This is an optimization exercise on Yosys and OpenROAD, whose aim is small area, a short achievable clock period and few clock cycles per item, not a production implementation. In this exercise RTL edits were held to simulation tests only and were not proved equivalent to the original.

// sha256_engine
module sha256_engine (
    input  wire         clk,
    input  wire         rst,
    input  wire         in_valid,
    output wire         in_ready,
    input  wire         first,
    input  wire [511:0] block,       
    output reg          out_valid,
    output wire [255:0] digest       
);
Size in the first run: roughly 7900 cells after synthesis, roughly 1100 flip-flops, roughly 0.061 sq mm of cells after synthesis.
==> flow/config.mk <==
export PLATFORM = sky130hd
export DESIGN_NAME = sha256_engine
export DESIGN_NICKNAME = sha256_engine
export VERILOG_FILES = /design/flow/design.v
export SDC_FILE = /design/flow/constraint.sdc
export NUM_CORES = 4
export LEC_CHECK = 0
export ABC_AREA = 1
export CAP_MARGIN = 20
export CORE_MARGIN = 2
export CORE_UTILIZATION = 40
export SETUP_SLACK_MARGIN = 5
export SLEW_MARGIN = 20
==> flow/constraint.sdc <==
create_clock -name core_clock -period 10.0 [get_ports {clk}]
set_input_delay 2.0000 -clock core_clock [delete_from_list [all_inputs] [get_ports {clk}]]
set_output_delay 2.0000 -clock core_clock [all_outputs]
set_load 0.01 [all_outputs]
standard.sh (not shown) runs the stock make flow with config.mk's settings and CLKGATE_MAP_FILE= SYNTH_SCRIPT=/design/flow/synth_recipe.tcl, a recipe that flattens the netlist after the stock synthesis.
==> flow/flow/run.sh <==
#!/bin/bash
# The standard layout, with port buffers of the smallest buffer cell.
# Each tool's output is in orfs/logs; make's in standard.log.
set -euo pipefail
export BUFFER_PORTS_ARGS="-buffer_cell sky130_fd_sc_hd__buf_1"
bash standard.sh > standard.log 2>&1
Testbench counts at the start, summed over its fixed seeds: cycles 81,944, blocks 1,280.
Rerun with:
==> flow/flow/run.sh (replaced) <==
#!/bin/bash
set -euo pipefail
export SETUP_SLACK_MARGIN=6
export BUFFER_PORTS_ARGS="-buffer_cell sky130_fd_sc_hd__buf_1"
bash standard.sh > standard.log 2>&1
- PLACE_DENSITY: not set -> 0.75
- SETUP_SLACK_MARGIN: 5 -> not set
- via count grows by about 3.3%
- maximum frequency grows by about 15%
Rerun with:
==> flow/flow/run.sh (replaced) <==
#!/bin/bash
# The standard layout, with port buffers of the smallest buffer cell.
# Each tool's output is in orfs/logs; make's in standard.log.
set -euo pipefail
export BUFFER_PORTS_ARGS="-buffer_cell sky130_fd_sc_hd__buf_1"
bash standard.sh > standard.log 2>&1
- ABC_AREA: 1 -> not set
- PLACE_DENSITY: 0.75 -> not set
- SETUP_SLACK_MARGIN: not set -> 5
Effect: Clock skew falls by 0.021 ns. Final area falls by about 7%. Synthesized cell count falls by 13%. Worst setup slack degrades by 0.71 ns. Register-to-register slack degrades by 0.71 ns. Maximum frequency falls by about 14%. Wire length falls by 12%.
Rerun with:
--- a/flow/flow/run.sh
+++ b/flow/flow/run.sh
@@ -4,2 +4,3 @@
 set -euo pipefail
+export SETUP_SLACK_MARGIN=6
 export BUFFER_PORTS_ARGS="-buffer_cell sky130_fd_sc_hd__buf_1"
- ABC_AREA: not set -> 1
- SETUP_SLACK_MARGIN: 5 -> not set
Outcome: Setup slack gets better by 0.72 ns. Synthesized area rose slightly. Register-to-register slack is better by 0.72 ns. Routed wire length rises by about a fifth. Die area is higher slightly. Count of clock-buffer cells in the layout went up by 4. Non-clock buffer count increases by 144.
Rerun with:
- ABC_AREA: 1 -> not set
- register-to-register slack is worse by 0.79 ns
- die area came out lower by 1.8%
- via count came out lower by 7.0%
- final area came out lower by 0.45%
- worst hold slack is better by 0.018 ns
- global-route usage came out lower by 3.4 points
- first-iteration DRC count came out higher by 7.3%
- count of clock-buffer cells in the layout came out lower by 6
- cell count came out lower by 9.7%
- synthesized area came out lower by 1.8%
- wire length came out lower by 11%
Rerun with:
==> flow/flow/run.sh (replaced) <==
#!/bin/bash
set -euo pipefail
export SETUP_SLACK_MARGIN=7
export BUFFER_PORTS_ARGS="-buffer_cell sky130_fd_sc_hd__buf_1"
bash standard.sh > standard.log 2>&1
- ABC_AREA: not set -> 1
Effect: Global-route usage climbs by 5.2 points. Cell area grows by 16%.

==> port drivers added, routing unchanged <==
How much do the figures lean on ideal ports? The routed layouts below were timed once more, with nothing changed but the port constraints. Step 1 (the two cells are an assumption about what drives the block):
set clk [get_ports {clk}]
set_driving_cell -lib_cell sky130_fd_sc_hd__clkbuf_16 $clk
set_driving_cell -lib_cell sky130_fd_sc_hd__buf_2 [delete_from_list [all_inputs] $clk]
Step 2 moves the port delays by t, midway between the first and last clock arrival at a register: inputs arrive t later, outputs are due t later. That takes back most of the time a late clock gives input paths. a / b / c = ideal ports / drivers / drivers and shift; a / b = the first two.
| run | t (ns) | setup slack, ns | worst slew at a driven data input, ns |
|---|---|---|---|
| the first run | 0.815 | 5.093 / 5.093 / 5.093 | 0.16 |
| the second run | 0.846 | 5.741 / 5.741 / 5.741 | 0.13 |
| the third run | 0.829 | 5.034 / 5.034 / 5.034 | 0.12 |
| the fourth run | 0.832 | 5.758 / 5.758 / 5.758 | 0.17 |
| the fifth run | 0.838 | 4.969 / 4.969 / 4.969 | 0.13 |
| the sixth run | 0.832 | 5.811 / 5.811 / 5.811 | 0.18 |
After both steps every run listed still meets setup and hold.
